Context: an optimization exercise on an open-source flow, tuned for small area, a short achievable clock period and few clock cycles per item. The choices shown serve that exercise and are no tape-out recipe.
At most, simulation tests tie the RTL to the original design; equivalence was not proved.
Function not checked in run 1: the RTL went through the layout flow alone.
Power and IR drop assume default switching activity.

==> flow/design.v (outline; a module is shown in full before it is edited, if it fits) <==
// module tau_arith: 2536 lines
module tau_arith (
    input  wire        clk,
    input  wire        rst,           
    input  wire        in_valid,
    output wire        in_ready,
    input  wire        in_fn,         
    input  wire [63:0] in_a,
    input  wire [63:0] in_b,
    output reg         out_valid,
    output reg  [63:0] out_result,
    output reg         out_range
);
  // ...
==> flow/flow/run.sh <==
#!/bin/bash
# The standard layout, with repair_timing asked for more setup slack than the
# clock period needs (so that it sizes the critical paths up), and the port
# buffers made with sky130_fd_sc_hd__buf_2.
set -euo pipefail
bash standard.sh SETUP_SLACK_MARGIN=10 "BUFFER_PORTS_ARGS=-buffer_cell sky130_fd_sc_hd__buf_2" finish > standard_make.log 2>&1
==> flow/standard.sh <==
#!/bin/bash
# synth_recipe.tcl (not shown) runs the flow's synth.tcl, then flattens the netlist and writes it again
# the make line also repeats each setting of config.mk as NAME=value (left out here)
make -C /OpenROAD-flow-scripts/flow DESIGN_CONFIG=/design/flow/config.mk WORK_HOME=/design/flow/orfs CLKGATE_MAP_FILE= SYNTH_SCRIPT=/design/flow/synth_recipe.tcl "${@:-finish}"
==> flow/config.mk <==
export PLATFORM = sky130hd
export DESIGN_NAME = tau_arith
export DESIGN_NICKNAME = tau_arith
export VERILOG_FILES = /design/flow/design.v
export SDC_FILE = /design/flow/constraint.sdc
export NUM_CORES = 4
export LEC_CHECK = 0
export CAP_MARGIN = 20
export CORE_MARGIN = 2
export CORE_UTILIZATION = 40
export SLEW_MARGIN = 20
==> flow/constraint.sdc <==
create_clock -name core_clock -period 14.0 [get_ports {clk}]
set_input_delay 2.8000 -clock core_clock [delete_from_list [all_inputs] [get_ports {clk}]]
set_output_delay 2.8000 -clock core_clock [all_outputs]
set_load 0.01 [all_outputs]
==> summary.md, run 1 <==
| Metric | Value |
|---|---|
| Nets@finish | `4489` |
| Signal buf overhead | `8.26%` |
| Commonest non-fill, non-tap cell in the layout | `inv_1` |
| Placer Congestion | `a little under 1` |
| WP depth | `24` |
| Worst Hold Launch | `s1_ahi[1]$_DFF_P_` |
| Vias in the first global route | `28271` |
| EDFF count, synth | `104` |
| Clock transition at path regs | `0.06 ns` |
| Ports | `about 200` |
| Post-synth top cells | `inv_1 (479), dfxtp_1 (340), fa_1 (316)` |
| Detail Route Antenna Nets | `0` |
| Synthesized cell area | `0.0329 sq mm` |
| Async S/R FF share, synth | `0%` |
| Post-synthesis compound-gate area fraction | `approximately 16%` |
| Outcome | `no timing/DRC/antenna violations` |
| R2r startpoint | `out_result[11]$_DFFE_PP_` |
| DR WL/cell | `25.4 um` |
| Tapcells | `1070` |
| CP Capture Type | `flip-flop` |
| Clk pwr | `1.39 mW` |
| First-pass GRT wire length | `between 150 and 200 mm` |
| Placed cells | `about 4700` |
| Fmax | `181 MHz` |
| Critical Path AT | `5.88 ns` |
==> run 2: changes to the inputs <==
--- a/flow/design.v
+++ b/flow/design.v
@@ -22,23 +22,40 @@
     reg [31:0] s1_bhi;            
     reg [31:0] s1_xlo;            
     reg [29:0] s1_alo;            
     reg        s2_v;              
     reg        s2_fn, s2_rng, s2_m1, s2_m3;
     reg [31:0] s2_ahi;
     reg [64:0] s2_a, s2_b;        
     reg        busy;              
-    reg  [3:0] cnt;               
+    reg        wres;              
+    reg  [2:0] cnt;               
     reg [34:0] dq;                
-    wire last   = (cnt == 4'd1);
-    wire s1_add = s1_v & ~s1_fn & ~s1_rng;
+    reg [20:0] w_r;               
+    reg [31:0] w_sec;             
+    reg  [8:0] w_lo;              
+    reg  [1:0] w_x;               
+    reg        w_rng;             
+    wire last  = busy & (cnt == 3'd1);
     wire s2_add = s2_v & ~s2_fn & ~s2_rng;
-    assign in_ready = ~s1_add & (s2_add ? s2_m1 : (~busy | (cnt <= 4'd2)));
-    wire [20:0] rem  = out_result[29:9];
+    wire s2_res = s2_v & (s2_fn | s2_rng);
+    wire [2:0] cnt_set = s2_m1 ? 3'd1 : s2_m3 ? 3'd3 : 3'd7;
+    wire busy_n  = s2_add | (busy & ~last);
+    wire wres_n  = s2_res & last;
+    wire [2:0] cnt1  = s2_add ? cnt_set : (cnt - 3'd1);
+    wire       last1 = busy_n & (cnt1 == 3'd1);
+    wire s1_add = s1_v & ~s1_fn & ~s1_rng;
+    wire s1_res = s1_v & (s1_fn | s1_rng);
+    wire [2:0] cnt2  = s1_add ? (s1_m1 ? 3'd1 : s1_m3 ? 3'd3 : 3'd7) : (cnt1 - 3'd1);
+    wire busy2   = s1_add | (busy_n & ~last1);
+    wire last2   = busy2 & (cnt2 == 3'd1);
+    wire wres2   = s1_res & last1;
+    assign in_ready = (~busy2 | last2) & (~wres2 | last2);
+    wire [20:0] rem  = w_r;
     wire [25:0] rp   = {rem, dq[34:30]};
     wire [32:0] ge;
     genvar gi;
     assign ge[0]  = 1'b1;
     assign ge[32] = 1'b0;
     generate
         for (gi = 1; gi < 32; gi = gi + 1) begin : g_cmp
             assign ge[gi] = (rp >= gi * D5);
@@ -89,17 +106,17 @@
             endcase
             if (sel[j]) begin
                 d = d | j[4:0];
                 k = k | kp;
             end
         end
     end
     wire [31:0] dn    = ~s1_d;
-    wire [31:0] sec_b = out_result[63:32];
+    wire [31:0] sec_b = w_sec;
     wire sdg_1 = in_a[32] & ~in_b[32];
     wire sdp_2 = in_a[32] ^ ~in_b[32];
     wire sdg_3 = in_a[33] & ~in_b[33];
     wire sdp_4 = in_a[33] ^ ~in_b[33];
     wire sdg_5 = in_a[34] & ~in_b[34];
     wire sdp_6 = in_a[34] ^ ~in_b[34];
     wire sdg_7 = in_a[35] & ~in_b[35];
     wire sdp_8 = in_a[35] ^ ~in_b[35];
@@ -2474,63 +2491,64 @@
         if (rst)
             s2_v <= 1'b0;
         else
             s2_v <= s1_v;
     end
     wire [55:0] u_v = sum[64:9];
     reg  [20:0] r_init;
     reg  [34:0] dq_init;
-    reg  [3:0]  cnt_init;
     always @(*) begin
         if (s2_m1) begin
             r_init   = {1'b0, u_v[24:5]};
             dq_init  = {u_v[4:0], 30'd0};
-            cnt_init = 4'd1;
         end else if (s2_m3) begin
             r_init   = {3'b0, u_v[32:15]};
             dq_init  = {u_v[14:0], 20'd0};
-            cnt_init = 4'd3;
         end else begin
             r_init   = u_v[55:35];
             dq_init  = u_v[34:0];
-            cnt_init = 4'd7;
         end
     end
     wire [5:0]  pl    = {1'b0, sec_b[4:0]} + {1'b0, d};
     wire [31:0] sec_v = {pl[5] ? ph1 : ph0, pl[4:0]};
     always @(posedge clk) begin
+        if (last) begin
+            out_result <= {sec_v, 2'b00, r_step, w_lo};
+            out_range  <= 1'b0;
+        end else if (wres) begin
+            out_result <= {w_sec, w_x, w_r, w_lo};
+            out_range  <= w_rng;
+        end else begin
+            out_result <= s2_rng ? 64'd0 : sum[63:0];
+            out_range  <= s2_rng;
+        end
+    end
+    always @(posedge clk) begin
         if (rst) begin
             busy      <= 1'b0;
+            wres      <= 1'b0;
             out_valid <= 1'b0;
-        end else if (busy) begin
-            dq  <= {dq[29:0], d};
-            cnt <= cnt - 4'd1;
-            out_result[29:9] <= r_step;
-            if (last) begin
-                out_result[63:32] <= sec_v;
-                busy      <= 1'b0;
-                out_valid <= 1'b1;
-                out_range <= 1'b0;
-            end else begin
-                out_valid <= 1'b0;
+        end else begin
+            if (busy) begin
+                dq  <= {dq[29:0], d};
+                cnt <= cnt - 3'd1;
+                w_r <= r_step;
             end
-        end else if (s2_v) begin
-            if (s2_rng) begin
-                out_valid  <= 1'b1;
-                out_result <= 64'd0;
-                out_range  <= 1'b1;
-            end else if (s2_fn) begin
-                out_valid  <= 1'b1;
-                out_result <= sum[63:0];
-                out_range  <= 1'b0;
-            end else begin
-                out_valid  <= 1'b0;
-                busy       <= 1'b1;
-                cnt        <= cnt_init;
-                dq         <= dq_init;
-                out_result <= {sec_k, 2'b00, r_init, sum[8:0]};
+            out_valid <= last | wres | s2_res;
+            busy <= busy_n;
+            wres <= wres_n;
+            if (s2_add) begin
+                cnt   <= cnt_set;
+                dq    <= dq_init;
+                w_r   <= r_init;
+                w_sec <= sec_k;
+                w_lo  <= sum[8:0];
+            end else if (wres_n) begin
+                w_sec <= s2_rng ? 32'd0 : sum[63:32];
+                w_x   <= s2_rng ? 2'd0 : sum[31:30];
+                w_r   <= s2_rng ? 21'd0 : sum[29:9];
+                w_lo  <= s2_rng ? 9'd0 : sum[8:0];
+                w_rng <= s2_rng;
             end
-        end else begin
-            out_valid <= 1'b0;
         end
     end
 endmodule
==> flow/flow/run.sh (replaced) <==
#!/bin/bash
# The standard layout, with repair_timing asked for more setup slack than the
# clock period needs (so that it sizes the critical paths up), and the port
# buffers made with sky130_fd_sc_hd__buf_2.
set -euo pipefail
bash standard.sh SETUP_SLACK_MARGIN=9 "BUFFER_PORTS_ARGS=-buffer_cell sky130_fd_sc_hd__buf_2" finish > standard_make.log 2>&1
==> run 2 against run 1 <==
Against the previous run:
- register-to-register slack lost 0.10 ns
- clock-buffer cell count grew 9
- fmax shrank 1.9%
- highest routed layer unchanged
- largest power group unchanged
- still clean
- worst hold slack improved by 0.0011 ns
- final cell count up 5.4%
==> summary.md, run 2 <==
| Metric | Value |
|---|---|
| Max-slew headroom | `12.4%` |
| CTS max path bufs | `3` |
| Commonest non-fill, non-tap cell in the layout | `inv_1` |
| Placed cells | `4975 (+6.6%)` |
| Top-count cell post-synth | `inv_1` |
| Sw power | `3.90 mW` |
| RSZ-0062 raised after global routing | `yes` |
| Pre-CTS setup slack | `7.81 ns` |
| Max-Cap Viols | `0` |
| Peak supply drop | `roughly 0.00018 V` |
| R2r startpoint | `dq[30]$_DFFE_PP_` |
| Max Clock Skew | `slightly below 0.07 ns` |
| Fmax | `177 MHz (-1.9%)` |
| Row count | `108` |
| Top reg by flops | `s2_a` |
| Die height | `between 300 and 400 um` |
| Clk pwr share | `18.9%` |
| Tmin final | `5.64 ns` |
| Residual DRC count | `0` |
| Largest net degree at the start of global routing | `70` |
| Outcome | `no timing/DRC/antenna violations` |
| Net Count, Synth | `about 4400` |
| Vias in the first global route | `29389 (+4.0%)` |
| Int Pwr | `between 4 and 5 mW` |
| Initial antenna violation count | `8` |
| Post-Syn Instances | `between 3000 and 4000` |
| Die area | `0.0904 sq mm` |
| Period utilization | `40.3%` |
| CP Capture Type | `flip-flop` |
| Core ar. | `about 0.087 sq mm` |
| Clock transition at path regs | `0.06 ns (about the same)` |
| Hold Path End | `s2_ahi[20]$_DFF_P_` |
| Biggest regs | `s2_a (65), out_result (64), s2_b (64)` |
| Critical Path AT | `6.03 ns (+0.15 ns)` |
| Combinational Power Share | `57.0%` |
| Total design power | `8.14 mW` |
| Synthesized area per cell | `9.44 sq um` |
| I/O Buffers | `198` |
| Final Slew Violations | `0` |
| Switch share | `between 40 and 50%` |
| Synth Flop Type | `dfxtp_1` |
| CP Launch Type | `flip-flop` |
| Worst Hold Launch | `s1_ahi[20]$_DFF_P_` |
| DRT Pass-1 Iters | `8` |
| Nets@finish | `4663 (+3.9%)` |
| Worst-Margin Slew | `1.31 ns` |
| Largest cells by area after synthesis | `dfxtp_1 (23%), fa_1 (18%), edfxtp_1 (8.8%)` |
| Setup TNS | `0 ns` |
| Seq pwr share | `24.1%` |
| Clk root buf | `clkbuf_16` |
| First-iteration detailed-routing DRC count | `3154` |
| CTS Buf Count | `55` |
| Critical Setup Path Class | `flip-flop to flip-flop` |
| Hold Crit Class | `flip-flop to flip-flop` |
| First-pass GRT wire length | `192 mm (+4.1%)` |
| Async S/R FF share, synth | `0% (unchanged)` |
| Hold Path Stages | `0` |
| CTS tree | `yes` |
| Most frequent cells in the layout | `inv_1 (461), dfxtp_1 (401), fa_1 (306)` |
| CP Data Required Time | `roughly 14 ns` |
| Max reg flops | `65` |
| PD cells | `191 mW/mm^2` |
| Routed vias/inst | `just under 6` |
| Clock latency (worst-skew pair) | `just under 0.7 ns` |
| Count of cell types in the netlist | `93` |
| Reg2Reg Capture Point | `w_r[18]$_DFFE_PP_` |
| DR WL/cell | `25.0 um (-1.4%)` |
| Worst reg2reg path depth | `24` |
| Register bit total from synthesis | `509` |
| Critical-path maximum fanout | `20` |
| Detail Route Antenna Nets | `0 (unchanged)` |
| Final setup viols | `0` |
| H-tree Lvls | `2` |
| Vias | `29998` |
| Clock sink count | `509` |
| Congestion Overflow GR | `0` |
| Area share of the largest cell type after synthesis | `between 20% and 30%` |
| Sequential share of the synthesized area | `31.9%` |
| Area Growth Syn to Fin | `21.1%` |
| Final Hold Vio Count | `0` |
| Die Wd | `301 um` |
| EDFF count, synth | `103 (-0.96%)` |
| Initial Utilization | `around 40%` |
| Placer Congestion | `1.02 (+3.7%)` |
| Final Worst Setup Slack | `8.36 ns` |
| Layout cells sized above 1 | `between 10% and 20%` |
| Leakage | `approximately 18 nW` |
| Routed WL | `130 mm` |
| DP HPWL | `99.8 mm` |
| Synth warn | `1` |
| Flop-to-flop setup slack | `between 8 and 9 ns` |
| Ports | `199 (unchanged)` |
| Post-synth top cells | `inv_1 (470), dfxtp_1 (406), fa_1 (316)` |
| Tot GR Track Use | `28.4%` |
| Hold Buf Count CTS | `0` |
| Synth area leader | `dfxtp_1` |
| Post-Layout Cell Count | `5198` |
| Synthesized cell area | `0.0352 sq mm (+7.0%)` |
==> run 2: cell types whose count changed in the layout (fill, tap and decap cells not counted), moves of 14 or more <==
cell / previous run / this run
o21ai_0: 112 / 132
buf_4: 157 / 120
and3_1: 14 / 29
buf_2: 176 / 195
o31ai_1: 9 / 27
dfxtp_1: 338 / 401
nand3_1: 63 / 77
a21oi_1: 165 / 182
nand2_1: 202 / 227
==> run 2: worst max-delay path by stage <==
| stage | startpoint | endpoint | slack [ns] |
|---|---|---|---|
| global route | w_r[7]$_DFFE_PP_ | w_r[11]$_DFFE_PP_ | 8.14 |
| CTS | s2_a[0]$_DFF_P_ | in_ready | 8.51 |
| detailed placement | w_r[18]$_DFFE_PP_ | w_r[18]$_DFFE_PP_ | 7.81 |
| finish | dq[30]$_DFFE_PP_ | w_r[18]$_DFFE_PP_ | 8.36 |
| global placement | w_r[18]$_DFFE_PP_ | w_r[18]$_DFFE_PP_ | 7.74 |
| floorplan | in_a[32] | s1_d[30]$_SDFF_PN0_ | 8.61 |
==> run 2: cell families after synthesis <==
logic type / Yosys count / synth area share (%)
buf+inv: 632 / 6.91
fa+ha+maj: 536 / 25.8
mux: 19 / 0.579
xor+xnor: 157 / 3.95
flops: 509 / 31.9
simple gates: 1019 / 14.7
compound gates: 857 / 16.2
==> run 2: area by class of cell <==
type / count / area [sq um]
fill: 8301 / 44400
multi-input combinational: 2588 / 23500
sequential: 509 / 11200
timing repair buffer: 368 / 2710
inverter: 473 / 1790
clock buffer: 78 / 1640
tap: 1155 / 1450
clock inverter: 25 / 323
antenna: 2 / 5.00
==> run 2: power by group through the flow <==
stage | clock network [mW] | registers [mW] | logic [mW]
after CTS | 1.56 | 1.97 | 4.49
after global placement | 0 | 2.00 | 4.41
after global routing | 1.62 | 1.98 | 5.04
after detailed placement | 0 | 2.00 | 4.45
final | 1.54 | 1.96 | 4.64
after floorplan | 0 | 1.95 | 2.72
==> run 2: per-stage QoR <==
| step | hold slack, ns | area (sq um) | util, % |
|---|---|---|---|
| 4_1_cts | 0.326 | 41700 | 47.9 |
| 6_report | 0.326 | 42600 | 49.0 |
| 5_1_grt | 0.330 | 42600 | 49.0 |
| 2_1_floorplan | 0.310 | 35400 | - |
| 3_5_place_dp | 0.312 | 37600 | 43.2 |
| 3_3_place_gp | 0.312 | 37600 | 43.2 |
==> run 2: layer usage <==
metal  up-vias  routed length [um]  GRT usage, %
met5         -                  60             0
met4         6                5500          9.70
met3       347               11400          5.31
met2      1563               58000          44.4
met1     14612               55200          39.4
li1      13470                   -             -
==> run 2: critical path, cell delays in order (launching register included) <==
cell and delay, ns:
edfxtp_1 0.32, buf_4 0.33, nand3_1 0.23, a221oi_1 0.58, o211a_1 0.33, a21boi_0 0.65
a31oi_4 0.10, nand4_1 0.20, ha_2 0.20, inv_2 0.04, fa_2 0.38, nor2b_4 0.13
o211ai_1 0.12, nand3_1 0.12, buf_4 0.13, nand3_4 0.07, a21oi_2 0.17, nor2_2 0.06
o21ai_2 0.16, nor2_2 0.05, fa_2 0.54, a21oi_1 0.07, a21oi_2 0.16, nand2b_1 0.13
o22ai_2 0.07
==> run 2: repair_timing <==
action	4_1_cts	5_1_grt
buffers inserted	75	36
resized for setup	309	134
endpoints found under the setup margin	77	70
gates cloned	7	0
pin swaps	96	95
Testbench counts of run 2, summed over its fixed seeds: cycles 36,108, items 16,000.
==> run 3: changes to the inputs <==
==> flow/flow/run.sh (replaced) <==
#!/bin/bash
# The standard layout, with repair_timing asked for more setup slack than the
# clock period needs (so that it sizes the critical paths up), and the port
# buffers made with sky130_fd_sc_hd__buf_2.
set -euo pipefail
bash standard.sh SETUP_SLACK_MARGIN=8 "BUFFER_PORTS_ARGS=-buffer_cell sky130_fd_sc_hd__buf_2" finish > standard_make.log 2>&1
==> run 3 against run 2 <==
Against the previous run:
- still clean on timing, DRC and antenna
- combinational power decreased by 2%
- worst hold slack got worse by 0.015 ns
- final area decreased by 6.4%
- die area unchanged
- register-to-register slack got worse by 0.20 ns
- global-route usage decreased by 0.95 points
- first-iteration DRC count decreased by 0.92%
- flip-flop and latch count unchanged
- final cell count decreased by 1.7%
- sequential share of layout area increased by 1.8 points
- worst setup slack got worse by 0.23 ns
- highest routed layer unchanged
==> summary.md, run 3 <==
| Metric | Value |
|---|---|
| Outcome | `no timing/DRC/antenna violations` |
| Fillers | `8481 (+2.2%)` |
| Clk pwr share | `19.2% (+0.3 points)` |
| Hold Buf Count CTS | `0 (unchanged)` |
| Synthesized area per cell | `9.44 sq um (unchanged)` |
| Count of cell types in the netlist | `93 (unchanged)` |
| Post-Layout Cell Count | `5108 (-1.7%)` |
| Routed WL | `126 mm (-3.2%)` |
| Max Clock Skew | `0.0354 ns (-0.0324 ns)` |
| Synth area leader | `dfxtp_1` |
| CTS tree | `yes` |
| Vias in the first global route | `28695 (-2.4%)` |
| Setup TNS | `0 ns (unchanged)` |
| PD cells | `201 mW/mm^2 (+5.3%)` |
| Largest cells by area after synthesis | `dfxtp_1 (23%), fa_1 (18%), edfxtp_1 (8.8%)` |
| Hold Crit Class | `flip-flop to flip-flop` |
| EDFF count, synth | `103 (unchanged)` |
| Simple-Gate Fraction of Synth Area | `14.7% (unchanged)` |
| Core ar. | `0.0870 sq mm (unchanged)` |
| Die height | `301 um (unchanged)` |
| Congestion Overflow GR | `0 (unchanged)` |
| Flop-to-flop setup slack | `8.16 ns (-0.20 ns)` |
| Critical-path maximum fanout | `53 (+170%)` |
| Vias | `29196 (-2.7%)` |
| Mux cell area share after synthesis | `0.579% (unchanged)` |
| Most frequent cells in the layout | `inv_1 (469), dfxtp_1 (402), fa_1 (316)` |
| Initial Utilization | `40.5% (unchanged)` |
| Combinational Power Share | `56.4% (-0.6 points)` |
| Placer Congestion | `0.984 (-3.9%)` |
| Critical Setup Path Class | `flip-flop to output pin` |
| Net Count, Synth | `4397 (unchanged)` |
| Clock transition at path regs | `0.06 ns (about the same)` |
| Area Growth Syn to Fin | `13.4%` |
| Placed cells | `4967 (-0.16%)` |
| Switch share | `47.4% (-0.47 points)` |
| Clock latency (worst-skew pair) | `0.63 ns (-0.05 ns)` |
| Max reg flops | `65 (unchanged)` |
| Commonest non-fill, non-tap cell in the layout | `inv_1` |
| DR WL/cell | `24.7 um (-1.5%)` |
| Post-synthesis compound-gate area fraction | `16.2% (unchanged)` |
| Seq pwr share | `24.4% (+0.3 points)` |
| RSZ-0062 raised after global routing | `yes` |
| Post-Syn Instances | `3729 (unchanged)` |
| Tmin final | `5.87 ns (+0.231 ns)` |
| CP Data Required Time | `11.20 ns (-3.19 ns)` |
| Register bit total from synthesis | `509 (unchanged)` |
| Nets@finish | `4574 (-1.9%)` |
| Final Hold Vio Count | `0 (unchanged)` |
| Critical Path AT | `3.07 ns (-2.96 ns)` |
| Largest family of logic cells by synthesized area | `adder cells` |
| Area share of the largest cell type after synthesis | `23.1% (unchanged)` |
| Worst-Margin Slew | `1.16 ns (-0.144 ns)` |
| Residual DRC count | `0 (unchanged)` |
| Pre-CTS setup slack | `7.56 ns (-0.252 ns)` |
| Tot GR Track Use | `27.4% (-0.95 points)` |
| Clk root buf | `clkbuf_16` |
| Sequential share of the synthesized area | `31.9% (unchanged)` |
| Detail Route Antenna Nets | `0 (unchanged)` |
| Top-count cell post-synth | `inv_1` |
| Ports | `199 (unchanged)` |
| Die Wd | `301 um (unchanged)` |
| Synth Flop Type | `dfxtp_1` |
| Die area | `0.0904 sq mm (unchanged)` |
| Routed vias/inst | `5.72 (-0.96%)` |
| Worst hold slack | `0.311 ns (-0.0150 ns)` |
| Peak supply drop | `0.000144 V (-19%)` |
| First-pass GRT wire length | `187 mm (-3.0%)` |
| Sw power | `3.81 mW (-2.3%)` |
| Final Slew Violations | `0 (unchanged)` |
| Synthesized cell area | `0.0352 sq mm (unchanged)` |
| DP HPWL | `98.8 mm (-0.93%)` |
| Leakage | `17.4 nW (-5.3%)` |
| Layout cells sized above 1 | `12.4% (-7.6 points)` |
| Max-slew headroom | `22.0% (+9.6 points)` |
| Fmax | `170 MHz (-3.9%)` |
| Biggest regs | `s2_a (65), out_result (64), s2_b (64)` |
| First-iteration detailed-routing DRC count | `3125 (-0.92%)` |
| I/O Buffers | `198 (unchanged)` |
| Int Pwr | `4.22 mW (-0.48%)` |
| Period utilization | `41.9% (+1.7 points)` |
| Row count | `108 (unchanged)` |
| DRT Pass-1 Iters | `6 (-2)` |
| Top reg by flops | `s2_a` |
| Post-synth top cells | `inv_1 (470), dfxtp_1 (406), fa_1 (316)` |
| Initial antenna violation count | `7 (-1)` |
| CP Capture Type | `output pin` |
| CTS max path bufs | `3 (unchanged)` |
| Final setup viols | `0 (unchanged)` |
| Async S/R FF share, synth | `0% (unchanged)` |
| Post-synthesis xor/xnor area fraction | `3.95% (unchanged)` |
| CTS Buf Count | `58 (+5.5%)` |
| Final Worst Setup Slack | `8.13 ns (-0.231 ns)` |
| Max-Cap Viols | `0 (unchanged)` |
| Area share of fa/ha/maj cells after synthesis | `25.8% (unchanged)` |
| CP Launch Type | `flip-flop` |
| Clock sink count | `509 (unchanged)` |
| Largest net degree at the start of global routing | `75 (+7.1%)` |
| H-tree Lvls | `2 (unchanged)` |
| Synth warn | `1 (unchanged)` |
## run 3: cell counts after synthesis
No cell type changed its count.
## run 3: path summary, 6_finish.rpt
path / cells after the start / endpoint / from
setup / recovery: 9 / in_ready / s2_rng$_DFF_P_
setup reg to reg: 22 / w_r[18]$_DFFE_PP_ / w_r[6]$_DFFE_PP_
hold reg to reg: 0 / s2_ahi[28]$_DFF_P_ / s1_ahi[28]$_DFF_P_
hold / removal: 0 / s2_ahi[28]$_DFF_P_ / s1_ahi[28]$_DFF_P_
## run 3: cell families after synthesis
family,after synthesis
mux,19
simple gates,1019
xor+xnor,157
buf+inv,632
flops,509
compound gates,857
fa+ha+maj,536
## run 3: power by group through the flow
stage | Combinational, mW | Sequential [mW] | Clock, mW
finish | 4.53 | 1.96 | 1.54
CTS | 4.42 | 1.97 | 1.56
floorplan | 2.72 | 1.95 | 0
global route | 4.94 | 1.99 | 1.62
global placement | 4.36 | 2.00 | 0
detailed placement | 4.40 | 2.00 | 0
## run 3: cell type report
| cell class | count | area (sq um) | share of cell area (%) |
|---|---|---|---|
| Clock inverter | 21 | 193 | 0.483 |
| Timing Repair Buffer | 276 | 1680 | 4.21 |
| Sequential cell | 509 | 11200 | 28.1 |
| Multi-Input combinational cell | 2588 | 21800 | 54.7 |
| Tap cell | 1155 | 1450 | 3.62 |
| Inverter | 473 | 1780 | 4.46 |
| Clock buffer | 84 | 1760 | 4.40 |
| Antenna cell | 2 | 5.00 | 0.0125 |
## run 3: metal layers
layer | vias up | global-route usage (%) | share of wire, %
met5 | - | 0 | 0.021
met4 | 4 | 9.38 | 4.0
met3 | 299 | 4.99 | 8.9
met2 | 1486 | 42.4 | 44
met1 | 14086 | 38.7 | 44
li1 | 13321 | - | -
## run 3: metrics by stage
step	utilization [%]	area (sq um)	total power, mW
after floorplan	-	35200	4.67
after global placement	42.9	37400	6.36
after detailed placement	43.0	37400	6.40
after CTS	45.4	39500	7.95
after global routing	45.9	39900	8.55
final	45.9	39900	8.03
## run 3: critical path, cell delays in order (launching register included)
cell	delay (ns)
dfxtp_2	0.32
buf_12	0.16
nor2_1	0.15
and2_2	0.19
buf_4	0.52
o21ai_0	0.30
a31oi_1	0.21
o21ai_0	0.10
mux2_2	0.31
buf_2	0.15
## run 3: timing repair
item                                    in CTS  in global routing
resized for setup                           10                 59
gates cloned                                 0                  2
buffers inserted                            14                 18
endpoints found under the setup margin      26                 44
pin swaps                                    0                  9

-- re-timing with driven ports --
The results above use ideal ports. As a check the final layouts listed here were re-extracted and re-timed, cells and wires unchanged.
Step 1 assumes that a clkbuf_16 drives the clock port and a buf_2 every other input.
Step 2 adds t to the input delays and takes it off the output delays; t is the mean of the earliest and latest rising clock arrival at the registers after step 1. Input paths then give back, and output paths get back, about the clock's delay inside the block.
Slacks: ideal ports / drivers / drivers and shift; pairs: ideal ports / drivers.
run	shift t [ns]	setup WS [ns]	worst setup path after step 2	worst data-port slew with drivers (ns)
run 1	0.664	8.465 / 8.465 / 8.465	register to register	0.09
run 2	0.718	8.360 / 8.360 / 8.360	register to register	0.05
run 3	0.678	8.129 / 8.063 / 7.566	input to register	0.06
After both steps every run listed still meets setup and hold. For run 3, which loses most, drivers alone change the setup slack by -0.066 ns; drivers and shift together by -0.563 ns.
